Source: an optimization exercise on an open RTL-to-GDS flow (aim: small area, a short achievable clock period and few clock cycles per item). Production flows keep margins and buffers that such runs may drop.
Only simulation tests tie the RTL to the original design; equivalence was not proved.

==> design.v <==
module sg_mulc #(
    parameter [15:0] C = 16'h0001
) (
    input  wire [15:0] a,
    output wire [15:0] y
);
    function [255:0] gf_cols;       
        input [15:0] k;
        integer j;
        reg [15:0] p;
        begin
            p = k;
            for (j = 0; j < 16; j = j + 1) begin
                gf_cols[16*j +: 16] = p;
                p = {p[14:0], 1'b0} ^ (p[15] ? 16'h100B : 16'h0000);
            end
        end
    endfunction
    localparam [255:0] COLS = gf_cols(C);
    genvar i, j;
    generate
        for (i = 0; i < 16; i = i + 1) begin : g_row
            wire [15:0] row;
            for (j = 0; j < 16; j = j + 1) begin : g_col
                assign row[j] = COLS[16*j + i];
            end
            assign y[i] = ^(a & row);
        end
    endgenerate
endmodule
module sg_crc (
    input  wire [35:0]  line,
    output wire [127:0] h         
);
    function [31:0] crc32c_64;
        input [63:0] d;
        integer i;
        reg [31:0] c;
        begin
            c = 32'hFFFF_FFFF;
            for (i = 0; i < 64; i = i + 1) begin
                if (c[0] ^ d[i])
                    c = {1'b0, c[31:1]} ^ 32'h82F6_3B78;
                else
                    c = {1'b0, c[31:1]};
            end
            crc32c_64 = ~c;
        end
    endfunction
    function [32*36-1:0] crc_cols;    
        input dummy;
        integer b;
        begin
            for (b = 0; b < 36; b = b + 1)
                crc_cols[32*b +: 32] = crc32c_64(64'd1 << (b + 2)) ^ crc32c_64(64'd0);
        end
    endfunction
    localparam [32*36-1:0] COLS = crc_cols(1'b0);
    wire [31:0] base;
    genvar i, b, q;
    generate
        for (i = 0; i < 32; i = i + 1) begin : g_row
            wire [35:0] row;
            for (b = 0; b < 36; b = b + 1) begin : g_col
                assign row[b] = COLS[32*b + i];
            end
            assign base[i] = ^(line & row);
        end
        for (q = 0; q < 4; q = q + 1) begin : g_q
            localparam [31:0] K = crc32c_64(q);
            assign h[32*q +: 32] = base ^ K;
        end
    endgenerate
endmodule
module sg_syndrome (
    input  wire [159:0] s,       
    output wire [15:0]  s1,
    output wire [15:0]  s2
);
    function [16*34-1:0] xpow;
        input dummy;
        integer k;
        reg [15:0] p;
        begin
            p = 16'h0001;
            for (k = 0; k < 34; k = k + 1) begin
                xpow[16*k +: 16] = p;
                p = {p[14:0], 1'b0} ^ (p[15] ? 16'h100B : 16'h0000);
            end
        end
    endfunction
    localparam [16*34-1:0] XP = xpow(1'b0);
    wire [24:0] u1;              
    wire [33:0] u2;              
    genvar i, v, k;
    generate
        for (i = 0; i < 25; i = i + 1) begin : g_u1
            wire [9:0] t;
            for (v = 0; v < 10; v = v + 1) begin : g_v
                if (i - v >= 0 && i - v < 16) begin : g_on
                    assign t[v] = s[16*v + i - v];
                end else begin : g_off
                    assign t[v] = 1'b0;
                end
            end
            assign u1[i] = ^t;
        end
        for (i = 0; i < 34; i = i + 1) begin : g_u2
            wire [9:0] t;
            for (v = 0; v < 10; v = v + 1) begin : g_v
                if (i - 2*v >= 0 && i - 2*v < 16) begin : g_on
                    assign t[v] = s[16*v + i - 2*v];
                end else begin : g_off
                    assign t[v] = 1'b0;
                end
            end
            assign u2[i] = ^t;
        end
        for (i = 0; i < 16; i = i + 1) begin : g_red
            wire [24:0] r1;
            wire [33:0] r2;
            for (k = 0; k < 25; k = k + 1) begin : g_k1
                assign r1[k] = XP[16*k + i];
            end
            for (k = 0; k < 34; k = k + 1) begin : g_k2
                assign r2[k] = XP[16*k + i];
            end
            assign s1[i] = ^(u1 & r1);
            assign s2[i] = ^(u2 & r2);
        end
    endgenerate
endmodule
module sg_cw_enc_t (
    input  wire [15:0] ra,
    input  wire [15:0] rb,
    output wire [15:0] t
);
    wire [15:0] ra9;
    sg_mulc #(.C(16'h0200)) u_b9 (.a(ra), .y(ra9));     
    assign t = rb ^ ra9;
endmodule
module sg_cw_enc (
    input  wire [15:0] ra,
    input  wire [15:0] t,
    output wire [15:0] s8,
    output wire [15:0] s9
);
    wire [15:0] rai9, s8i;
    sg_mulc #(.C(16'h81E0)) u_c   (.a(t),  .y(s8));     
    sg_mulc #(.C(16'hC73F)) u_bi9 (.a(ra), .y(rai9));   
    sg_mulc #(.C(16'h8805)) u_bi1 (.a(s8), .y(s8i));    
    assign s9 = rai9 ^ s8i;
endmodule
module sg_cw_dec (
    input  wire [15:0]  e1,
    input  wire [15:0]  e2,
    input  wire         era_en,
    input  wire [3:0]   era_dev,
    output wire         good,
    output wire         poison,
    output wire         single,
    output wire [9:0]   hit
);
    localparam [16*10-1:0] BPOW = {
        16'h0200, 16'h0100, 16'h0080, 16'h0040, 16'h0020,
        16'h0010, 16'h0008, 16'h0004, 16'h0002, 16'h0001
    };
    wire z1 = (e1 == 16'h0000);
    wire z2 = (e2 == 16'h0000);
    assign good   = z1 && z2;
    assign poison = (e1 == 16'h0001) && z2;
    wire [9:0] match;             
    wire [9:0] era_sel;
    genvar v;
    generate
        for (v = 0; v < 10; v = v + 1) begin : g_m
            wire [15:0] up;
            sg_mulc #(.C(BPOW[16*v +: 16])) u_up (.a(e1), .y(up));
            assign match[v]   = (e2 == up);
            assign era_sel[v] = (era_dev == v);
        end
    endgenerate
    wire [9:0] cand = era_en ? (match & era_sel) : match;
    assign hit    = z1 ? 10'd0 : cand;
    assign single = |hit;
endmodule
module sg_cw_val (
    input  wire [15:0]  e1,
    output wire [127:0] val       
);
    function [15:0] divx;         
        input [15:0] a;
        divx = {1'b0, a[15:1]} ^ (a[0] ? 16'h8805 : 16'h0000);
    endfunction
    wire [15:0] dn [0:7];
    assign dn[0] = e1;
    genvar v;
    generate
        for (v = 1; v < 8; v = v + 1) begin : g_dn
            assign dn[v] = divx(dn[v-1]);
        end
        for (v = 0; v < 8; v = v + 1) begin : g_val
            assign val[16*v +: 16] = dn[v];
        end
    endgenerate
endmodule
module symbol_guard (
    input  wire         clk,
    input  wire         rst,           
    input  wire         in_valid,
    output wire         in_ready,
    input  wire [1:0]   in_op,         
    input  wire [35:0]  in_line,       
    input  wire         in_era_en,     
    input  wire [3:0]   in_era_dev,    
    input  wire [639:0] in_data,       
    output wire         out_valid,
    input  wire         out_ready,
    output reg  [639:0] out_data,      
    output reg  [1:0]   out_status,    
    output reg  [3:0]   out_dev        
);
    genvar q, v, j;
    wire dec_in = in_op[1];
    wire [159:0] sym [0:3];
    generate
        for (q = 0; q < 4; q = q + 1) begin : g_sym
            for (v = 0; v < 10; v = v + 1) begin : g_dev
                for (j = 0; j < 4; j = j + 1) begin : g_nib
                    if (v < 8) begin : g_data
                        assign sym[q][16*v + 4*j +: 4] = dec_in
                            ? in_data[(4*q+j)*40 + 4*v +: 4]
                            : in_data[128*q + 16*v + 4*j +: 4];
                    end else begin : g_chk
                        assign sym[q][16*v + 4*j +: 4] =
                            in_data[(4*q+j)*40 + 4*v +: 4] & {4{dec_in}};
                    end
                end
            end
        end
    endgenerate
    wire [127:0] h;
    sg_crc u_crc (.line(in_line), .h(h));
    wire [15:0] e1 [0:3];
    wire [15:0] e2 [0:3];
    generate
        for (q = 0; q < 4; q = q + 1) begin : g_syn
            wire [15:0] s1, s2;
            sg_syndrome u_syn (.s(sym[q]), .s1(s1), .s2(s2));
            assign e1[q] = s1 ^ h[32*q +: 16] ^ {15'd0, in_op == 2'b01};
            assign e2[q] = s2 ^ h[32*q + 16 +: 16];
        end
    endgenerate
    wire [15:0] slot [0:3];
    generate
        for (q = 0; q < 4; q = q + 1) begin : g_cls
            wire       good, poi, single;
            wire [9:0] hit;
            wire [15:0] t;
            sg_cw_dec u_dec (
                .e1      (e1[q]),
                .e2      (e2[q]),
                .era_en  (in_era_en),
                .era_dev (in_era_dev),
                .good    (good),
                .poison  (poi),
                .single  (single),
                .hit     (hit)
            );
            sg_cw_enc_t u_enct (.ra(e1[q]), .rb(e2[q]), .t(t));
            assign slot[q] = dec_in ? {3'd0, good, poi, single, hit} : t;
        end
    endgenerate
    reg          r_valid;
    reg          r_dec;
    reg  [511:0] r_d;              
    reg  [15:0]  r_e1 [0:3];
    reg  [15:0]  r_s  [0:3];
    assign in_ready  = !r_valid || out_ready;
    assign out_valid = r_valid;
    wire accept = in_valid && in_ready;
    always @(posedge clk) begin
        if (rst) begin
            r_valid <= 1'b0;
        end else if (accept) begin
            r_valid <= 1'b1;
        end else if (out_ready) begin
            r_valid <= 1'b0;
        end
    end
    integer n;
    always @(posedge clk) begin
        if (accept) begin
            r_dec <= dec_in;
            for (n = 0; n < 4; n = n + 1) begin
                r_d[128*n +: 128] <= sym[n][127:0];
                r_e1[n] <= e1[n];
                r_s[n]  <= slot[n];
            end
        end
    end
    wire [639:0] enc_burst;
    generate
        for (q = 0; q < 4; q = q + 1) begin : g_enc
            wire [15:0] s8, s9;
            sg_cw_enc u_enc (.ra(r_e1[q]), .t(r_s[q]), .s8(s8), .s9(s9));
            wire [159:0] cw = {s9, s8, r_d[128*q +: 128]};
            for (v = 0; v < 10; v = v + 1) begin : g_dev
                for (j = 0; j < 4; j = j + 1) begin : g_nib
                    assign enc_burst[(4*q+j)*40 + 4*v +: 4] = cw[16*v + 4*j +: 4];
                end
            end
        end
    endgenerate
    wire [3:0]   cw_good, cw_poi, cw_single;
    wire [9:0]   cw_hit [0:3];
    wire [127:0] cw_val [0:3];
    generate
        for (q = 0; q < 4; q = q + 1) begin : g_dec
            assign {cw_good[q], cw_poi[q], cw_single[q], cw_hit[q]} = r_s[q][12:0];
            sg_cw_val u_val (.e1(r_e1[q]), .val(cw_val[q]));
        end
    endgenerate
    wire [9:0] hit_any = cw_hit[0] | cw_hit[1] | cw_hit[2] | cw_hit[3];
    reg        clash;                  
    integer k, k2;
    always @(*) begin
        clash = 1'b0;
        for (k = 0; k < 10; k = k + 1)
            for (k2 = k + 1; k2 < 10; k2 = k2 + 1)
                clash = clash | (hit_any[k] & hit_any[k2]);
    end
    wire       unc_cw  = |(~(cw_good | cw_poi | cw_single));
    wire       any_poi = |cw_poi;
    wire       all_poi = &cw_poi;
    wire       any_cor = |cw_single;
    wire       unc     = unc_cw || clash || (any_poi && !all_poi);
    wire       cor     = !unc && !all_poi && any_cor;
    reg  [3:0] hit_dev;
    always @(*) begin
        hit_dev = 4'd0;
        for (k = 0; k < 10; k = k + 1)
            if (hit_any[k]) hit_dev = hit_dev | k[3:0];
    end
    reg  [1:0] dec_status;
    always @(*) begin
        if (unc)          dec_status = 2'd3;
        else if (all_poi) dec_status = 2'd2;
        else if (any_cor) dec_status = 2'd1;
        else              dec_status = 2'd0;
    end
    reg [511:0] dec_line;
    integer m;
    always @(*) begin
        for (n = 0; n < 4; n = n + 1)
            for (m = 0; m < 8; m = m + 1)
                dec_line[128*n + 16*m +: 16] = r_d[128*n + 16*m +: 16] ^
                    (cw_val[n][16*m +: 16] & {16{cor && cw_hit[n][m]}});
    end
    always @(*) begin
        if (r_dec) begin
            out_data   = {128'd0, dec_line};
            out_status = dec_status;
            out_dev    = cor ? hit_dev : 4'hF;
        end else begin
            out_data   = enc_burst;
            out_status = 2'd0;
            out_dev    = 4'hF;
        end
    end
endmodule
==> run.sh <==
#!/bin/bash
# synth_recipe.tcl (not shown) runs the flow's synth.tcl, then flattens the netlist and writes it again
# the make line also repeats each setting of config.mk as NAME=value (left out here)
make -C /OpenROAD-flow-scripts/flow DESIGN_CONFIG=/design/flow/config.mk WORK_HOME=/design/flow/orfs CLKGATE_MAP_FILE= SYNTH_SCRIPT=/design/flow/synth_recipe.tcl finish
==> config.mk <==
export PLATFORM = sky130hd
export DESIGN_NAME = symbol_guard
export DESIGN_NICKNAME = symbol_guard
export VERILOG_FILES = /design/flow/design.v
export SDC_FILE = /design/flow/constraint.sdc
export NUM_CORES = 4
export LEC_CHECK = 0
export CAP_MARGIN = 20
export CORE_MARGIN = 2
export CORE_UTILIZATION = 50
export SLEW_MARGIN = 20
==> constraint.sdc <==
create_clock -name core_clock -period 16.0 [get_ports {clk}]
set_input_delay 3.2000 -clock core_clock [delete_from_list [all_inputs] [get_ports {clk}]]
set_output_delay 3.2000 -clock core_clock [all_outputs]
set_load 0.01 [all_outputs]
==> flow_summary.ini, run 1 <==
[synthesis]
synth_top_cell_by_area = edfxtp_1
synthTopCellsByArea = edfxtp_1 23%, xnor2_1 21%, xor2_1 13%, xnor3_1 9.5%, mux2_2 6.0%
yosys_warnings = 6
synth-seq-area-share_pct = 23.5
yosys_most_used_dff = edfxtp_1
synth-edff-count = 641
synth_nets = 9122
synth-seq-cells = 642
syn_area_per_cell_um2 = 9.76
synth_top_area_share_pct = 23.4
syn-cell-area_mm2 = 0.0822
synth.distinct_cells = 78
async_reset_ff_share_pct = 0
synth_cells = 8419

[timing]
finClkSkew_ns = 0.0535
setup_viol = 0
fin_crit_ns = 10.96
fin_setup_tns_ns = 0
max-slew-margin-rel_pct = -4.42
holdWs_ns = 0.549
worst_pin_slew_ns = 1.56
finalHoldViolations = 0
rsz0062_at_grt = false
layout_setup_ws_ns = 5.04
fmax_ghz = 0.0912
period_share_pct = 68.5
slew_viol_final = 4

[cells_and_area]
stdcell_area_mm2 = 0.100
drive_gt1_share_pct = 9.19
fin_nets = 10100
n_fill_cell = 13700
synthToLayoutAreaGrowth_pct = 22.0
layout_common_cells = 1,903 x xnor2_1, 1,333 x clkdlybuf4s50_1, 1,257 x xor2_1
final_common_cell = xnor2_1

[clock_network]
cts_buffers = 87
postCtsSetupBuffers = 0
cts-root-buf = clkbuf_16
insertion_delay_ns = 0.77
cts_tree = yes
htreeDepth = 3
clkSinkCount = 642
hold_buffers = 0
cts_resized = 0
ctsLongestPathBuffers = 3
clk_pin_slew_ns = 0.06

[critical_path]
path_buf_inv = 2
r2r_start = r_valid$_SDFFE_PP0P_
worst_path_dominant_cell_family = simple AND/OR/NAND/NOR gates
max_stage_delay_ns = 1.05
arrival_ns = 7.76
r2r_end = r_d[369]$_DFFE_PP_
crit_path_end_kind = output pin
crit_path_frequent_cell = a21oi_1
cp_slowest_cell = xor2_1
worstSetupStartpointType = register
crit_type = reg -> out
cp_data_required_time_ns = 12.80
path_cells = nor4_1 -> maj3_1 -> a21oi_1 -> o21ai_0 -> o2bb2ai_1 -> and4_1 -> nor2b_4 -> buf_4 -> and2_1 -> nand2_1 -> xor2_1 -> a21oi_1 -> clkdlybuf4s50_1
regToRegSetupSlack_ns = 11.59
cp_max_fo = 32
r2r_cells = 5

[routing]
via_per_inst = 6.85
drc_errors = 0
wire_per_inst_um = 44.1
finalWirelength_um = 515000
drt_first_pass_iters = 7
first_iter_violations = 17300
vias = 80000
ant_nets = 0

[job]
maxCapViolCount = 1

[floorplan]
die_x_um = 409
die_area_mm2 = 0.168
start_util_pct = 50.4
core_area_mm2 = 0.163
row_count = 148
die_h_um = 409
io_pins = 1335

[outcome]
status = finished with violations
violations = capacitance limit, slew limit

[min_path]
holdPathEnd = r_valid$_SDFFE_PP0P_
holdPathStages = 2
worstHoldStart = r_valid$_SDFFE_PP0P_
holdCritPathClass = reg -> reg

[placed_design]
port_buffers = 1334
dpl_cell_area_mm2 = 0.0969
gp_congestion = 1.17
dpl.hpwl_um = 409000
post-place-ws_ns = 5.76

[global_routing]
grt_pass1_wl_um = 663000
grtUsageTotal_pct = 58.7
grt_max_degree = 208
grt_antenna_before_repair = 96
grt_pass1_vias = 72400
grt_overflow_total = 0
[through the flow]
stage | cells | utilization, %
5_1_grt | 11600 | 61.4
3_5_place_dp | 11400 | 59.4
2_1_floorplan | 8419 | -
6_report | 11700 | 61.5
3_3_place_gp | 11400 | 59.4
4_1_cts | 11600 | 61.3
[synth_stat cells (6+ instances only)]
cell and number:
a2111oi_0 7, a21o_1 13, a21oi_1 586, and2_1 36, and3_1 24, and4_1 9
buf_1 61, buf_2 107, buf_4 44, buf_6 34, clkbuf_1 407, edfxtp_1 641
ha_1 16, inv_1 107, inv_2 7, mux2_2 439, mux2i_1 367, nand2_1 443
nand2b_1 8, nand3_1 44, nand3b_1 7, nand4_1 85, nand4b_1 7, nor2_1 832
nor2b_1 116, nor3_1 55, nor4_1 77, nor4b_1 7, o2111ai_1 9, o21ai_0 46
o22ai_1 7, o31ai_1 6, or3_1 10, or4_1 12, xnor2_1 1927, xnor2_2 23
xnor3_1 347, xnor3_2 6, xor2_1 1266, xor2_2 10, xor3_1 85
[area by class of cell]
| class | count | area (um^2) | share of cell area [%] |
|---|---|---|---|
| Sequential cell | 642 | 19300 | 19.2 |
| Antenna cell | 70 | 175 | 0.175 |
| Clock buffer | 101 | 2230 | 2.23 |
| Multi-Input combinational cell | 7006 | 59800 | 59.7 |
| Tap cell | 2175 | 2720 | 2.72 |
| Clock inverter | 61 | 739 | 0.738 |
| Inverter | 117 | 455 | 0.455 |
| Timing Repair Buffer | 1511 | 14800 | 14.8 |
[cells by family after synthesis]
group | synth area share, %
AOI/OAI and AO/OA | 4.74
adders and majority gates | 0.268
xor gates and xnor gates | 47.1
muxes | 10.5
and+or+nand+nor | 9.70
DFF | 23.5
buffers and inverters | 4.20
[tightest hold or removal path, delay by kind of cell, from the launching register on]
kind               cells  cell delay [ns]
and+or+nand+nor        1             0.11
DFF                    1             0.31
AOI/OAI and AO/OA      1             0.08
[how the worst max path moves through the flow]
stage | startpoint | to | slack [ns] | depth (start not counted)
after global placement | in_op[1] | r_s[1][10]$_DFFE_PP_ | 5.89 | 17
final | r_s[2][5]$_DFFE_PP_ | out_data[390] | 5.04 | 13
after global routing | r_s[0][2]$_DFFE_PP_ | out_data[390] | 5.16 | 14
after floorplan | out_ready | r_d[0]$_DFFE_PP_ | 4.31 | 2
after detailed placement | in_op[1] | r_s[2][10]$_DFFE_PP_ | 5.76 | 19
after CTS | r_s[3][2]$_DFFE_PP_ | out_data[386] | 5.80 | 14
[metal layers]
| metal | part of all wire (%) | wire (um) | up-vias | global-route usage (%) |
|---|---|---|---|---|
| met5 | 0.39 | 1990 | - | 5.14 |
| met4 | 9.1 | 47000 | 58 | 39.1 |
| met3 | 19 | 98300 | 2402 | 35.2 |
| met2 | 37 | 190000 | 8892 | 75.9 |
| met1 | 34 | 178000 | 38600 | 71.5 |
| li1 | - | - | 30000 | - |
[registers in the layout, summed over array words and instances (netlist names)]
register / flops
r_valid: 1
r_e1: 64
r_d: 512
r_dec: 1
r_s: 64
Testbench counts, summed over its fixed seeds: cycles 9,608, items 9,600.
==> run 2: changes to the inputs <==
--- a/design.v
+++ b/design.v
@@ -77,22 +77,9 @@
     output wire [15:0]  s1,
     output wire [15:0]  s2
 );
-    function [16*34-1:0] xpow;
-        input dummy;
-        integer k;
-        reg [15:0] p;
-        begin
-            p = 16'h0001;
-            for (k = 0; k < 34; k = k + 1) begin
-                xpow[16*k +: 16] = p;
-                p = {p[14:0], 1'b0} ^ (p[15] ? 16'h100B : 16'h0000);
-            end
-        end
-    endfunction
-    localparam [16*34-1:0] XP = xpow(1'b0);
     wire [24:0] u1;              
     wire [33:0] u2;              
-    genvar i, v, k;
+    genvar i, v;
     generate
         for (i = 0; i < 25; i = i + 1) begin : g_u1
             wire [9:0] t;
@@ -116,38 +103,29 @@
             end
             assign u2[i] = ^t;
         end
-        for (i = 0; i < 16; i = i + 1) begin : g_red
-            wire [24:0] r1;
-            wire [33:0] r2;
-            for (k = 0; k < 25; k = k + 1) begin : g_k1
-                assign r1[k] = XP[16*k + i];
-            end
-            for (k = 0; k < 34; k = k + 1) begin : g_k2
-                assign r2[k] = XP[16*k + i];
-            end
-            assign s1[i] = ^(u1 & r1);
-            assign s2[i] = ^(u2 & r2);
-        end
     endgenerate
-endmodule
-module sg_cw_enc_t (
-    input  wire [15:0] ra,
-    input  wire [15:0] rb,
-    output wire [15:0] t
-);
-    wire [15:0] ra9;
-    sg_mulc #(.C(16'h0200)) u_b9 (.a(ra), .y(ra9));     
-    assign t = rb ^ ra9;
+    reg [24:0] a1;
+    reg [33:0] a2;
+    integer n;
+    always @(*) begin
+        a1 = u1;
+        for (n = 24; n >= 16; n = n - 1)
+            a1 = a1 ^ ({25{a1[n]}} & ({9'd0, 16'h100B} << (n - 16)));
+        a2 = u2;
+        for (n = 33; n >= 16; n = n - 1)
+            a2 = a2 ^ ({34{a2[n]}} & ({18'd0, 16'h100B} << (n - 16)));
+    end
+    assign s1 = a1[15:0];
+    assign s2 = a2[15:0];
 endmodule
 module sg_cw_enc (
-    input  wire [15:0] ra,
     input  wire [15:0] t,
+    input  wire [15:0] rai9,      
     output wire [15:0] s8,
     output wire [15:0] s9
 );
-    wire [15:0] rai9, s8i;
+    wire [15:0] s8i;
     sg_mulc #(.C(16'h81E0)) u_c   (.a(t),  .y(s8));     
-    sg_mulc #(.C(16'hC73F)) u_bi9 (.a(ra), .y(rai9));   
     sg_mulc #(.C(16'h8805)) u_bi1 (.a(s8), .y(s8i));    
     assign s9 = rai9 ^ s8i;
 endmodule
@@ -159,50 +137,63 @@
     output wire         good,
     output wire         poison,
     output wire         single,
-    output wire [9:0]   hit
+    output wire [9:0]   hit,
+    output wire [15:0]  t         
 );
-    localparam [16*10-1:0] BPOW = {
-        16'h0200, 16'h0100, 16'h0080, 16'h0040, 16'h0020,
-        16'h0010, 16'h0008, 16'h0004, 16'h0002, 16'h0001
-    };
+    function [15:0] mulx;         
+        input [15:0] a;
+        mulx = {a[14:0], 1'b0} ^ (a[15] ? 16'h100B : 16'h0000);
+    endfunction
     wire z1 = (e1 == 16'h0000);
     wire z2 = (e2 == 16'h0000);
     assign good   = z1 && z2;
     assign poison = (e1 == 16'h0001) && z2;
+    wire [15:0] up [0:9];
+    assign up[0] = e1;
+    sg_mulc #(.C(16'h0020)) u_b5 (.a(e1), .y(up[5]));
     wire [9:0] match;             
     wire [9:0] era_sel;
     genvar v;
     generate
+        for (v = 1; v < 10; v = v + 1) begin : g_up
+            if (v != 5) begin : g_step
+                assign up[v] = mulx(up[v-1]);
+            end
+        end
         for (v = 0; v < 10; v = v + 1) begin : g_m
-            wire [15:0] up;
-            sg_mulc #(.C(BPOW[16*v +: 16])) u_up (.a(e1), .y(up));
-            assign match[v]   = (e2 == up);
+            assign match[v]   = ((e2 ^ up[v]) == 16'h0000);
             assign era_sel[v] = (era_dev == v);
         end
     endgenerate
+    assign t = e2 ^ up[9];
     wire [9:0] cand = era_en ? (match & era_sel) : match;
     assign hit    = z1 ? 10'd0 : cand;
     assign single = |hit;
 endmodule
 module sg_cw_val (
     input  wire [15:0]  e1,
-    output wire [127:0] val       
+    output wire [127:0] val,      
+    output wire [15:0]  e1i9
 );
     function [15:0] divx;         
         input [15:0] a;
         divx = {1'b0, a[15:1]} ^ (a[0] ? 16'h8805 : 16'h0000);
     endfunction
-    wire [15:0] dn [0:7];
+    wire [15:0] dn [0:9];
     assign dn[0] = e1;
+    sg_mulc #(.C(16'h7703)) u_bi4 (.a(e1), .y(dn[4]));    
     genvar v;
     generate
-        for (v = 1; v < 8; v = v + 1) begin : g_dn
-            assign dn[v] = divx(dn[v-1]);
+        for (v = 1; v < 10; v = v + 1) begin : g_dn
+            if (v != 4) begin : g_step
+                assign dn[v] = divx(dn[v-1]);
+            end
         end
         for (v = 0; v < 8; v = v + 1) begin : g_val
             assign val[16*v +: 16] = dn[v];
         end
     endgenerate
+    assign e1i9 = dn[9];
 endmodule
 module symbol_guard (
     input  wire         clk,
@@ -265,9 +256,9 @@
                 .good    (good),
                 .poison  (poi),
                 .single  (single),
-                .hit     (hit)
+                .hit     (hit),
+                .t       (t)
             );
-            sg_cw_enc_t u_enct (.ra(e1[q]), .rb(e2[q]), .t(t));
             assign slot[q] = dec_in ? {3'd0, good, poi, single, hit} : t;
         end
     endgenerate
@@ -299,11 +290,12 @@
             end
         end
     end
+    wire [15:0]  e1i9 [0:3];        
     wire [639:0] enc_burst;
     generate
         for (q = 0; q < 4; q = q + 1) begin : g_enc
             wire [15:0] s8, s9;
-            sg_cw_enc u_enc (.ra(r_e1[q]), .t(r_s[q]), .s8(s8), .s9(s9));
+            sg_cw_enc u_enc (.t(r_s[q]), .rai9(e1i9[q]), .s8(s8), .s9(s9));
             wire [159:0] cw = {s9, s8, r_d[128*q +: 128]};
             for (v = 0; v < 10; v = v + 1) begin : g_dev
                 for (j = 0; j < 4; j = j + 1) begin : g_nib
@@ -318,7 +310,7 @@
     generate
         for (q = 0; q < 4; q = q + 1) begin : g_dec
             assign {cw_good[q], cw_poi[q], cw_single[q], cw_hit[q]} = r_s[q][12:0];
-            sg_cw_val u_val (.e1(r_e1[q]), .val(cw_val[q]));
+            sg_cw_val u_val (.e1(r_e1[q]), .val(cw_val[q]), .e1i9(e1i9[q]));
         end
     endgenerate
     wire [9:0] hit_any = cw_hit[0] | cw_hit[1] | cw_hit[2] | cw_hit[3];
==> flow/run.sh (new file) <==
#!/bin/bash
# The standard layout (the standard.sh) with two changes to how it is
# made: port buffers are the small buf_1 (every port is still buffered, and
# the timing repair may resize them), and the timing repair is asked to keep
# more setup slack than the clock period alone demands. The clock, the
# constraints and every other step are the standard flow's.
set -euo pipefail
bash standard.sh finish \
    SETUP_SLACK_MARGIN=8 \
    "BUFFER_PORTS_ARGS=-buffer_cell sky130_fd_sc_hd__buf_1" \
    > standard.log 2>&1
==> standard.sh (new file) <==
#!/bin/bash
# synth_recipe.tcl (not shown) runs the flow's synth.tcl, then flattens the netlist and writes it again
# the make line also repeats each setting of config.mk as NAME=value (left out here)
make -C /OpenROAD-flow-scripts/flow DESIGN_CONFIG=/design/flow/config.mk WORK_HOME=/design/flow/orfs CLKGATE_MAP_FILE= SYNTH_SCRIPT=/design/flow/synth_recipe.tcl "${@:-finish}"
--- a/config.mk
+++ b/config.mk
@@ -5,7 +5,7 @@
 export SDC_FILE = /design/flow/constraint.sdc
 export NUM_CORES = 4
 export LEC_CHECK = 0
-export CAP_MARGIN = 20
+export CAP_MARGIN = 40
 export CORE_MARGIN = 2
 export CORE_UTILIZATION = 50
-export SLEW_MARGIN = 20
+export SLEW_MARGIN = 40
removed: run.sh
==> flow_summary.ini, run 2 <==
[floorplan]
start_util_pct = 50.4
die_x_um = 407
die_area_mm2 = 0.165
core_area_mm2 = 0.161
die_h_um = 407
io_pins = 1335
row_count = 147

[timing]
fin_setup_tns_ns = 0
fin_crit_ns = 8.14
finClkSkew_ns = 0.0224
setup_viol = 0
slew_viol_final = 0
period_share_pct = 50.9
finalHoldViolations = 0
fmax_ghz = 0.123
max-slew-margin-rel_pct = 22.8
worst_pin_slew_ns = 1.15
rsz0062_at_grt = true

[global_routing]
grt_pass1_vias = 71300
grt_antenna_before_repair = 109
grt_pass1_wl_um = 663000
grtUsageTotal_pct = 60.3
grt_overflow_total = 0
grt_max_degree = 228

[synthesis]
synth_top_cell_by_area = edfxtp_1
async_reset_ff_share_pct = 0
synth_cells = 8380
yosys_most_used_dff = edfxtp_1
synth_nets = 9075
synth-seq-area-share_pct = 23.8
yosys-top-cells-count = 1,781 x xnor2_1, 1,430 x xor2_1, 658 x nor2_1, 641 x edfxtp_1, 603 x nand2_1
syn-cell-area_mm2 = 0.0810
syn_area_per_cell_um2 = 9.67
synth-seq-cells = 642
synth.most_common_cell = xnor2_1
synth_top_area_share_pct = 23.8
synth-edff-count = 641
synthTopCellsByArea = edfxtp_1 24%, xnor2_1 19%, xor2_1 15%, xnor3_1 9.9%, mux2_2 6.6%
synth.distinct_cells = 77
yosys_warnings = 8

[cells_and_area]
multi_input_area_mm2 = 0.0608
fin_nets = 10100
n_fill_cell = 13900
layout_common_cells = 1,689 x xnor2_1, 1,385 x xor2_1, 1,291 x buf_1
largest_register_ffs = 512
largest_register = r_d
drive_gt1_share_pct = 14.0
stdcell_area_mm2 = 0.0945
synthToLayoutAreaGrowth_pct = 16.6
seqCellArea_mm2 = 0.0193
reg_top3 = r_d x512, r_e1 x64, r_s x64
final_common_cell = xnor2_1

[min_path]
holdCritPathClass = reg -> reg

[placed_design]
gp_congestion = 1.16
dpl_cell_area_mm2 = 0.0890
port_buffers = 1334
dpl.hpwl_um = 406000

[routing]
finalWirelength_um = 519000
via_per_inst = 6.85
drc_errors = 0
first_iter_violations = 16400
wire_per_inst_um = 44.2
ant_nets = 0
vias = 80400
drt_first_pass_iters = 10

[clock_network]
cts-root-buf = clkbuf_16
ctsLongestPathBuffers = 3
hold_buffers = 0
cts_buffers = 86
insertion_delay_ns = 0.74
htreeDepth = 3
clkSinkCount = 642
clk_pin_slew_ns = 0.06
cts_tree = yes

[critical_path]
path_cells = buf_1 -> xor2_1 -> xnor3_1 -> a21o_1 -> xnor3_1 -> xnor2_1 -> xnor3_2 -> xnor2_1 -> or4_1 -> or4_1 -> a2111oi_2 -> nor4_1 -> a41oi_1
crit_type = in -> reg
cp_max_fo = 11
regToRegSetupSlack_ns = 12.19
cp_slowest_cell = xnor3_1
cp_data_required_time_ns = 16.58
crit_path_end_kind = register
arrival_ns = 8.72
max_stage_delay_ns = 0.61
worstSetupStartpointType = input port

[outcome]
status = no timing/DRC/antenna violations

[job]
maxCapViolCount = 0
-- run 2: changes by cell type after synthesis, moves of 34 or more --
cell / delta
xor2_1: +164
clkbuf_1: +64
nand2_1: +160
nor2_1: -174
buf_1: +42
xnor2_1: -146
mux2_2: +34
-- run 2: final cells by class --
type / instances / share of cell area, %
diodes: 81 / 0.214
flip-flops and latches: 642 / 20.4
repair inverters: 1 / 0.00927
repair buffers: 1664 / 8.75
clock buffers: 100 / 2.36
well taps: 2160 / 2.86
multi-input cells: 6959 / 64.3
inverters: 83 / 0.363
clock inverters: 58 / 0.751
-- run 2: kinds of logic (layout without fill, tap and decap cells) --
logic type / Yosys count / count (layout) / synth area share [%]
mux: 809 / 809 / 10.7
flops: 642 / 642 / 23.8
buf+inv: 780 / 1906 / 3.99
other cells: 0 / 81 / 0
fa+ha+maj: 9 / 9 / 0.136
simple gates: 1770 / 1771 / 9.80
xor+xnor: 3650 / 3650 / 46.8
compound gates: 720 / 720 / 4.76
-- run 2: per-stage QoR --
step	setup slack, ns	cells	util (%)	hold WS, ns
final	7.86	11700	58.8	0.518
after global routing	7.74	11700	58.7	0.548
after CTS	7.96	11600	57.9	0.517
after detailed placement	5.55	11400	55.3	0.508
after global placement	5.56	11400	54.9	0.494
after floorplan	7.78	8380	-	0.545
-- run 2: worst paths after layout --
kind	start	to	cells after the start
min reg2reg	r_valid$_SDFFE_PP0P_	r_valid$_SDFFE_PP0P_	2
max	in_data[476]	r_s[2][10]$_DFFE_PP_	13
max reg2reg	r_valid$_SDFFE_PP0P_	r_d[356]$_DFFE_PP_	6
min	r_valid$_SDFFE_PP0P_	r_valid$_SDFFE_PP0P_	2
-- run 2: what timing repair did --
item	4_1_cts	5_1_grt
setup buffers	25	16
gates cloned	6	4
setup endpoints to repair	448	259
gates resized for setup	184	108
pin swaps	9	10
-- run 2: per-layer routing --
layer  GRT usage, %  up-vias  part of all wire, %
met2           77.0     9100                   37
met4           43.8       54                  9.6
li1               -    30100                    -
met3           36.3     2531                   19
met5           3.42        -                 0.17
met1           72.9    38700                   34
-- run 2: critical path, delay by kind of cell --
kind	cells	cell delay, ns
compound gates	3	1.01
xor+xnor	6	2.70
buf+inv	1	0.59
simple gates	3	1.21
Testbench counts of run 2, summed over its fixed seeds: cycles 9,608, items 9,600.
==> run 3: changes to the inputs <==
--- a/flow/run.sh
+++ b/flow/run.sh
@@ -6,6 +6,6 @@
 # constraints and every other step are the standard flow's.
 set -euo pipefail
 bash standard.sh finish \
-    SETUP_SLACK_MARGIN=8 \
+    SETUP_SLACK_MARGIN=8.5 \
     "BUFFER_PORTS_ARGS=-buffer_cell sky130_fd_sc_hd__buf_1" \
     > standard.log 2>&1
--- a/config.mk
+++ b/config.mk
@@ -9,3 +9,4 @@
 export CORE_MARGIN = 2
 export CORE_UTILIZATION = 50
 export SLEW_MARGIN = 40
+export TNS_END_PERCENT = 5
==> flow_summary.ini, run 3 <==
[routing]
wire_per_inst_um = 43.9
via_per_inst = 6.78
first_iter_violations = 15000
drc_errors = 0
ant_nets = 0
vias = 80500
finalWirelength_um = 521000
drt_first_pass_iters = 9

[floorplan]
die_x_um = 407
die_h_um = 407
row_count = 147
io_pins = 1335
die_area_mm2 = 0.165
core_area_mm2 = 0.161
start_util_pct = 50.4

[cells_and_area]
seqCellArea_mm2 = 0.0193
final_common_cell = xnor2_1
synthToLayoutAreaGrowth_pct = 19.2
stdcell_area_mm2 = 0.0966
multi_input_area_mm2 = 0.0617
reg_top3 = r_d x512, r_e1 x64, r_s x64
drive_gt1_share_pct = 16.7
largest_register = r_d
fin_nets = 10300
n_fill_cell = 13900
largest_register_ffs = 512
layout_common_cells = 1,651 x xnor2_1, 1,365 x xor2_1, 1,260 x buf_1

[timing]
fin_setup_tns_ns = 0
worst_pin_slew_ns = 1.18
max-slew-margin-rel_pct = 21.0
fmax_ghz = 0.128
period_share_pct = 48.9
slew_viol_final = 0
setup_viol = 0
layout_setup_ws_ns = 8.17
rsz0062_at_grt = true
finClkSkew_ns = 0.0311
fin_crit_ns = 7.83
finalHoldViolations = 0

[critical_path]
max_stage_delay_ns = 0.81
crit_path_frequent_cell = xnor3_1
r2r_cells = 7
cp_data_required_time_ns = 16.46
regToRegSetupSlack_ns = 11.80
r2r_start = r_valid$_SDFFE_PP0P_
cp_max_fo = 14
crit_path_end_kind = register
r2r_end = r_d[354]$_DFFE_PP_
cp_slowest_cell = clkdlybuf4s15_1
path_cells = clkdlybuf4s15_1 -> xnor2_2 -> mux2i_1 -> xnor3_1 -> xor2_2 -> xnor3_1 -> xnor3_2 -> nor4bb_1 -> mux2_2 -> nor3_1 -> o41ai_2 -> a2111oi_2 -> a41oi_1
crit_type = in -> reg
arrival_ns = 8.29
worstSetupStartpointType = input port

[global_routing]
grtUsageTotal_pct = 59.9
grt_pass1_wl_um = 659000
grt_pass1_vias = 71500
grt_overflow_total = 0
grt_antenna_before_repair = 89
grt_max_degree = 186

[min_path]
holdPathStages = 2
holdCritPathClass = reg -> reg
holdPathEnd = r_valid$_SDFFE_PP0P_
worstHoldStart = r_valid$_SDFFE_PP0P_

[placed_design]
gp_congestion = 1.18
dpl_cell_area_mm2 = 0.0889
port_buffers = 1334
dpl.hpwl_um = 404000
post-place-ws_ns = 5.95

[synthesis]
synth_top_cell_by_area = edfxtp_1
synth_top_area_share_pct = 23.8
synth_cells = 8380
synthTopCellsByArea = edfxtp_1 24%, xnor2_1 19%, xor2_1 15%, xnor3_1 9.9%, mux2_2 6.6%
syn_area_per_cell_um2 = 9.67
yosys-top-cells-count = 1,781 x xnor2_1, 1,430 x xor2_1, 658 x nor2_1, 641 x edfxtp_1, 603 x nand2_1
synth-seq-area-share_pct = 23.8
synth_nets = 9075
synth.most_common_cell = xnor2_1
async_reset_ff_share_pct = 0
syn-cell-area_mm2 = 0.0810
synth.distinct_cells = 77
yosys_warnings = 8
synth-edff-count = 641
synth-seq-cells = 642
yosys_most_used_dff = edfxtp_1

[clock_network]
hold_buffers = 0
cts-root-buf = clkbuf_16
ctsLongestPathBuffers = 3
cts_tree = yes
clkSinkCount = 642
cts_buffers = 83
insertion_delay_ns = 0.73
htreeDepth = 3
clk_pin_slew_ns = 0.07

[job]
maxCapViolCount = 0

[outcome]
status = no timing/DRC/antenna violations
[run 3: cell counts after synthesis]
Identical to the previous run, type by type.
[run 3: layer usage]
| metal | track usage (%) | up-vias | share of wire [%] |
|---|---|---|---|
| li1 | - | 30300 | - |
| met1 | 71.8 | 38800 | 34 |
| met3 | 35.6 | 2482 | 19 |
| met4 | 44.0 | 62 | 10 |
| met2 | 77.3 | 8770 | 37 |
| met5 | 4.64 | - | 0.37 |
[run 3: logic make-up after synthesis]
| group | after synthesis | share of synthesized area, % |
|---|---|---|
| mux | 809 | 10.7 |
| compound gates | 720 | 4.76 |
| xor+xnor | 3650 | 46.8 |
| buf+inv | 780 | 3.99 |
| simple gates | 1770 | 9.80 |
| flops | 642 | 23.8 |
| fa+ha+maj | 9 | 0.136 |
[run 3: worst max-delay path by stage]
| stage | slack (ns) | to | depth (start not counted) | from |
|---|---|---|---|---|
| final | 8.17 | r_s[1][10]$_DFFE_PP_ | 13 | in_data[298] |
| after CTS | 8.42 | out_data[36] | 14 | r_e1[0][0]$_DFFE_PP_ |
| after detailed placement | 5.95 | r_s[1][10]$_DFFE_PP_ | 16 | in_data[317] |
| after global routing | 8.28 | r_s[1][10]$_DFFE_PP_ | 13 | in_data[298] |
| after global placement | 5.98 | r_s[1][10]$_DFFE_PP_ | 16 | in_data[317] |
| after floorplan | 7.78 | r_d[0]$_DFFE_PP_ | 2 | out_ready |
[run 3: layout make-up]
type | instances | share of cell area [%]
clock inverter | 53 | 0.506
timing repair buffer | 1792 | 10.0
multi-input combinational | 6960 | 63.9
sequential | 642 | 19.9
timing repair inverter | 3 | 0.0324
clock buffer | 101 | 2.29
tap | 2160 | 2.80
antenna | 66 | 0.171
inverter | 83 | 0.360
[run 3: per-stage QoR]
| stage | hold slack, ns | std cells | util, % |
|---|---|---|---|
| global placement | 0.488 | 11400 | 54.8 |
| finish | 0.518 | 11900 | 60.1 |
| detailed placement | 0.512 | 11400 | 55.3 |
| CTS | 0.519 | 11700 | 58.7 |
| global route | 0.529 | 11800 | 60.1 |
| floorplan | 0.545 | 8380 | - |
[run 3: worst max-delay path, delay by kind of cell]
family	cells	cell delay, ns
buffers and inverters	1	0.81
and+or+nand+nor	2	0.58
muxes	2	0.46
xor gates and xnor gates	5	2.51
AOI/OAI and AO/OA	3	0.69
[run 3: repair_timing]
item                                    4_1_cts  5_1_grt
endpoints found under the setup margin      577      322
resized for setup                           349      180
endpoints found under the hold margin         0        0
cloned                                       15       10
pin swaps                                    28       29
setup buffers                                60      105
==> run 4: changes to the inputs <==
--- a/flow/run.sh
+++ b/flow/run.sh
@@ -6,6 +6,6 @@
 # constraints and every other step are the standard flow's.
 set -euo pipefail
 bash standard.sh finish \
-    SETUP_SLACK_MARGIN=8.5 \
+    SETUP_SLACK_MARGIN=9 \
     "BUFFER_PORTS_ARGS=-buffer_cell sky130_fd_sc_hd__buf_1" \
     > standard.log 2>&1
==> flow_summary.ini, run 4 <==
[critical_path]
crit_path_frequent_cell = nand2_1
r2r_cells = 7
r2r_end = r_d[327]$_DFFE_PP_
regToRegSetupSlack_ns = 11.94
cp_max_fo = 9
arrival_ns = 4.31
crit_path_end_kind = output pin
max_stage_delay_ns = 0.58
startpoint = r_s[0][3]$_DFFE_PP_
crit_type = reg -> out
cp_slowest_cell = or4_4
worstSetupStartpointType = register
r2r_start = r_valid$_SDFFE_PP0P_
cp_data_required_time_ns = 12.80
path_cells = or4_4 -> buf_4 -> nand2_1 -> nor3b_1 -> nand4_1 -> nor2_4 -> buf_12 -> buf_6 -> and2_4 -> nand2_1 -> xor2_1 -> a21oi_1 -> buf_1

[routing]
wire_per_inst_um = 44.2
vias = 82200
ant_nets = 0
drc_errors = 0
via_per_inst = 6.83
finalWirelength_um = 532000
drt_first_pass_iters = 12
first_iter_violations = 15800

[global_routing]
grt_max_degree = 186
grt_antenna_before_repair = 112
grt_pass1_wl_um = 675000
grtUsageTotal_pct = 61.5
grt_pass1_vias = 73600
grt_overflow_total = 0

[floorplan]
row_count = 147
io_pins = 1335
die_h_um = 407
core_area_mm2 = 0.161
start_util_pct = 50.4
die_area_mm2 = 0.165
die_x_um = 407

[clock_network]
htreeDepth = 3
cts-root-buf = clkbuf_16
cts_tree = yes
clkSinkCount = 642
clk_pin_slew_ns = 0.07
insertion_delay_ns = 0.73
hold_buffers = 0
cts_buffers = 83
ctsLongestPathBuffers = 3

[cells_and_area]
layout_common_cells = 1,618 x xnor2_1, 1,343 x xor2_1, 1,190 x buf_1
largest_register_ffs = 512
drive_gt1_share_pct = 20.4
n_fill_cell = 13400
synthToLayoutAreaGrowth_pct = 23.4
largest_register = r_d
reg_top3 = r_d x512, r_e1 x64, r_s x64
fin_nets = 10400
final_common_cell = xnor2_1

[synthesis]
async_reset_ff_share_pct = 0
synth_mux_area_share_pct = 10.7
synth_top_family_by_area = XOR/XNOR gates
synth.distinct_cells = 77
synth_compound_area_share_pct = 4.76
synth-edff-count = 641
synth_cells = 8380
syn-cell-area_mm2 = 0.0810
synth-seq-area-share_pct = 23.8
yosys_warnings = 8
synthTopCellsByArea = edfxtp_1 24%, xnor2_1 19%, xor2_1 15%, xnor3_1 9.9%, mux2_2 6.6%
synth-xor-area-share_pct = 46.8
synth_nets = 9075
synth_top_area_share_pct = 23.8
synthAdderAreaFrac_pct = 0.136
synth_top_cell_by_area = edfxtp_1
yosys-top-cells-count = 1,781 x xnor2_1, 1,430 x xor2_1, 658 x nor2_1, 641 x edfxtp_1, 603 x nand2_1
synth-simple-area-share_pct = 9.80
synth-seq-cells = 642
syn_area_per_cell_um2 = 9.67
synth.most_common_cell = xnor2_1
yosys_most_used_dff = edfxtp_1

[timing]
period_share_pct = 46.9
slew_viol_final = 0
fin_setup_tns_ns = 0
setup_viol = 0
fmax_ghz = 0.133
max-slew-margin-rel_pct = 25.3
finalHoldViolations = 0
worst_pin_slew_ns = 1.12
fin_crit_ns = 7.51
rsz0062_at_grt = true
finClkSkew_ns = 0.0284

[min_path]
holdCritPathClass = reg -> reg
holdPathStages = 2
holdPathEnd = r_valid$_SDFFE_PP0P_
worstHoldStart = r_valid$_SDFFE_PP0P_

[job]
maxCapViolCount = 0

[outcome]
status = no timing/DRC/antenna violations

[placed_design]
gp_congestion = 1.18
port_buffers = 1334
dpl.hpwl_um = 404000
run 4: worst max-delay path: cells and delay by family, from the launching register on:
kind | cells | cell delay, ns
and+or+nand+nor | 7 | 1.82
xor gates and xnor gates | 1 | 0.43
buffers and inverters | 4 | 0.67
DFF | 1 | 0.43
AOI/OAI and AO/OA | 1 | 0.22
run 4: cell families (layout without fill, tap and decap cells):
group	count (synthesis)	after routing
XOR/XNOR	3650	3650
AND/OR/NAND/NOR	1770	1778
multiplexers	809	809
buffers and inverters	780	2175
AO/OA/AOI/OAI	720	720
flip-flops	642	642
adder cells (fa/ha/maj)	9	9
other	0	85
run 4: worst max-delay path by stage:
| stage | depth (start not counted) | slack, ns | endpoint |
|---|---|---|---|
| after global placement | 16 | 5.98 | r_s[1][10]$_DFFE_PP_ |
| after detailed placement | 16 | 5.95 | r_s[1][10]$_DFFE_PP_ |
| after floorplan | 2 | 7.78 | r_d[0]$_DFFE_PP_ |
| after global routing | 14 | 8.51 | out_data[395] |
| after CTS | 15 | 8.74 | out_data[388] |
| final | 13 | 8.49 | out_data[65] |
run 4: final cells by class:
cell class,count,area [um^2],share of cell area (%)
sequential,642,19300,19.3
tap,2160,2700,2.70
timing repair inverter,4,40.0,0.0400
antenna,85,213,0.213
multi-input combinational,6966,63000,63.0
inverter,83,339,0.339
clock buffer,101,2210,2.21
timing repair buffer,1934,11700,11.7
clock inverter,53,489,0.489
run 4: repair_timing:
| item | CTS | global route |
|---|---|---|
| setup endpoints to repair | 592 | 568 |
| hold endpoints to repair | 0 | 0 |
| resized for setup | 801 | 140 |
| buffers inserted | 246 | 50 |
| pin swaps | 135 | 35 |
| cloned | 32 | 10 |
run 4: layer usage:
metal	up-vias	track usage [%]	wire, um
met5	-	4.97	922
met4	62	46.6	53700
met3	2653	38.7	103000
li1	30600	-	-
met2	9289	78.8	197000
met1	39600	72.2	177000
run 4: per-stage QoR:
step	hold slack, ns	util, %	setup slack, ns	instances	cell area, um^2
4_1_cts	0.519	61.3	8.74	11900	98500
6_report	0.519	62.2	8.49	12000	100000
5_1_grt	0.529	62.2	8.51	12000	99900
3_3_place_gp	0.488	54.8	5.98	11400	88100
2_1_floorplan	0.545	-	7.78	8380	81100
3_5_place_dp	0.512	55.3	5.95	11400	88900
==> run 5: changes to the inputs <==
==> run.sh (new file) <==
#!/bin/bash
# synth_recipe.tcl (not shown) runs the flow's synth.tcl, then flattens the netlist and writes it again
# the make line also repeats each setting of config.mk as NAME=value (left out here)
make -C /OpenROAD-flow-scripts/flow DESIGN_CONFIG=/design/flow/config.mk WORK_HOME=/design/flow/orfs CLKGATE_MAP_FILE= SYNTH_SCRIPT=/design/flow/synth_recipe.tcl finish
--- a/config.mk
+++ b/config.mk
@@ -8,5 +8,5 @@
 export CAP_MARGIN = 40
 export CORE_MARGIN = 2
 export CORE_UTILIZATION = 50
+export SETUP_SLACK_MARGIN = 5
 export SLEW_MARGIN = 40
-export TNS_END_PERCENT = 5
removed: flow/run.sh
removed: standard.sh
==> flow_summary.ini, run 5 <==
[timing]
rsz0062_at_grt = false
setup_viol = 0
max-slew-margin-rel_pct = 21.9
slew_viol_final = 0
period_share_pct = 59.5
layout_setup_ws_ns = 6.48
fmax_ghz = 0.105
worst_pin_slew_ns = 1.17
fin_setup_tns_ns = 0
finClkSkew_ns = 0.0581
finalHoldViolations = 0
fin_crit_ns = 9.52

[floorplan]
start_util_pct = 50.4
row_count = 147
die_area_mm2 = 0.165
die_h_um = 407
die_x_um = 407
io_pins = 1335
core_area_mm2 = 0.161

[routing]
wire_per_inst_um = 43.4
first_iter_violations = 15700
finalWirelength_um = 505000
ant_nets = 0
vias = 79000
via_per_inst = 6.79
drc_errors = 0
drt_first_pass_iters = 12

[placed_design]
place_inst = 11400
post-place-ws_ns = 6.06
port_buffers = 1334
dpl_cell_area_mm2 = 0.0969
dpl.hpwl_um = 398000
gp_congestion = 1.15

[clock_network]
cts_resized = 0
insertion_delay_ns = 0.74
cts_tree = yes
postCtsSetupBuffers = 0
cts-root-buf = clkbuf_16
hold_buffers = 0
clkSinkCount = 642
ctsLongestPathBuffers = 3
clk_pin_slew_ns = 0.06
htreeDepth = 3
cts_buffers = 85

[synthesis]
synth_top_area_share_pct = 23.8
synth_cells = 8380
syn-cell-area_mm2 = 0.0810
synth-edff-count = 641
synth.most_common_cell = xnor2_1
synth-seq-area-share_pct = 23.8
synth-seq-cells = 642
yosys_most_used_dff = edfxtp_1
synthTopCellsByArea = edfxtp_1 24%, xnor2_1 19%, xor2_1 15%, xnor3_1 9.9%, mux2_2 6.6%
synth.distinct_cells = 77
async_reset_ff_share_pct = 0
syn_area_per_cell_um2 = 9.67
synth_top_cell_by_area = edfxtp_1
yosys_warnings = 8
yosys-top-cells-count = 1,781 x xnor2_1, 1,430 x xor2_1, 658 x nor2_1, 641 x edfxtp_1, 603 x nand2_1
synth_nets = 9075

[critical_path]
crit_type = reg -> out
cp_max_fo = 24
path_buf_inv = 2
worstSetupStartpointType = register
path_cells = or4_1 -> nor2_1 -> nand2_1 -> o22a_1 -> o32ai_1 -> nand4_1 -> nor2_2 -> buf_4 -> and2_1 -> nand2_1 -> xor2_1 -> a21oi_1 -> clkdlybuf4s50_1
cp_data_required_time_ns = 12.80
r2r_start = r_valid$_SDFFE_PP0P_
max_stage_delay_ns = 0.66
worst_path_dominant_cell_family = simple AND/OR/NAND/NOR gates
crit_path_frequent_cell = nand2_1
r2r_cells = 6
cp_slowest_cell = edfxtp_1
regToRegSetupSlack_ns = 12.35
startpoint = r_s[1][3]$_DFFE_PP_
arrival_ns = 6.32
crit_path_end_kind = output pin
r2r_end = r_d[344]$_DFFE_PP_

[cells_and_area]
stdcell_area_mm2 = 0.100
fin_nets = 10000
reg_top3 = r_d x512, r_e1 x64, r_s x64
fin_util_pct = 62.3
drive_gt1_share_pct = 11.1
final_cells = 11600
synthToLayoutAreaGrowth_pct = 23.6
layout_common_cells = 1,716 x xnor2_1, 1,398 x xor2_1, 1,329 x clkdlybuf4s50_1
largest_register = r_d
final_common_cell = xnor2_1
largest_register_ffs = 512

[job]
maxCapViolCount = 0

[global_routing]
use_met2_pct = 75.4
grt_pass1_wl_um = 649000
grt_pass1_vias = 71600
grt_max_degree = 241
grt-busiest-layer = met2
grt_overflow_total = 0
grtUsageMet3_pct = 35.5
grt_use_met1_pct = 69.3
grt_antenna_before_repair = 87
grtUsageTotal_pct = 58.8

[min_path]
holdCritPathClass = reg -> reg
worstHoldStart = r_valid$_SDFFE_PP0P_
holdPathEnd = r_valid$_SDFFE_PP0P_
holdPathStages = 2

[outcome]
status = no timing/DRC/antenna violations
==> run 5: cell types whose count changed in the layout (fill, tap and decap cells not counted), sizes merged <==
cell | previous run | this run
bufinv | 7 | 6
buf | 1894 | 233
clkinvlp | 6 | 8
clkbuf | 109 | 104
clkdlybuf4s50 | 0 | 1329
clkinv | 40 | 34
inv | 87 | 81
bufbuf | 24 | 0
clkdlybuf4s15 | 8 | 0
and2 | 51 | 43
diode | 85 | 72
==> run 5: final cells by class <==
type	instances	area [um^2]
antenna	72	180
inverter	83	328
clock buffer	104	2200
tap	2160	2700
sequential	642	19300
clock inverter	46	547
timing repair buffer	1562	15300
multi-input combinational	6958	59600
fill	13300	60600
==> run 5: cells by family after synthesis <==
kind of cell               Yosys count  synth area share (%)
AOI/OAI and AO/OA                  720                  4.76
xor gates and xnor gates          3650                  46.8
adders and majority gates            9                 0.136
buffers and inverters              780                  3.99
DFF                                642                  23.8
muxes                              809                  10.7
and+or+nand+nor                   1770                  9.80
==> run 5: worst max path at each step <==
stage               depth (start not counted)                    to  slack [ns]
floorplan                                   2      r_d[0]$_DFFE_PP_        7.69
global placement                           16  r_s[3][10]$_DFFE_PP_        5.80
detailed placement                         16  r_s[3][10]$_DFFE_PP_        6.06
CTS                                        16  r_s[3][10]$_DFFE_PP_        6.78
global route                               17  r_s[1][10]$_DFFE_PP_        6.33
finish                                     13         out_data[143]        6.48
==> run 5: routing by layer <==
| layer | wire (um) | up-vias |
|---|---|---|
| li1 | - | 29800 |
| met1 | 171000 | 37900 |
| met2 | 187000 | 8712 |
| met3 | 94900 | 2476 |
| met4 | 50300 | 59 |
| met5 | 1770 | - |
==> run 5: worst register-to-register path, stage by stage (launching register included) <==
cell,delay (ns)
dfxtp_1,0.31
nand2b_1,0.11
and2_4,0.64
buf_12,0.54
buf_12,0.37
buf_16,0.41
buf_6,0.79
==> run 5: stage by stage <==
step	hold slack (ns)
after floorplan	0.601
after global placement	0.509
after detailed placement	0.530
after CTS	0.537
after global routing	0.574
final	0.532

-- what the ideal ports hide --
Ports are ideal in the flow. The routed layouts listed here were re-timed in OpenROAD.
Step 1: set_driving_cell puts a clkbuf_16 on clk and a buf_2 on each other input, an assumption about the parent block.
Step 2 moves the port delays by t, midway between the first and last clock arrival at a register: inputs arrive t later, outputs are due t later. That takes back most of the time a late clock gives input paths.
Slacks: no drivers / after step 1 / after step 2; pairs: no drivers / after step 1.
run | t (ns) | setup slack, ns | worst setup path after step 2 | latest minus earliest clock arrival (ns)
run 1 | 0.843 | 5.038 / 4.935 / 5.239 | input to register | 0.061 / 0.061
run 2 | 0.839 | 7.856 / 7.773 / 6.934 | input to register | 0.036 / 0.036
run 3 | 0.816 | 8.171 / 8.238 / 7.422 | input to register | 0.039 / 0.039
run 4 | 0.823 | 8.489 / 8.390 / 7.741 | input to register | 0.038 / 0.038
run 5 | 0.822 | 6.484 / 6.389 / 5.761 | input to register | 0.088 / 0.088
For run 2, which loses most, drivers alone change the setup slack by -0.083 ns; drivers and shift together by -0.922 ns.
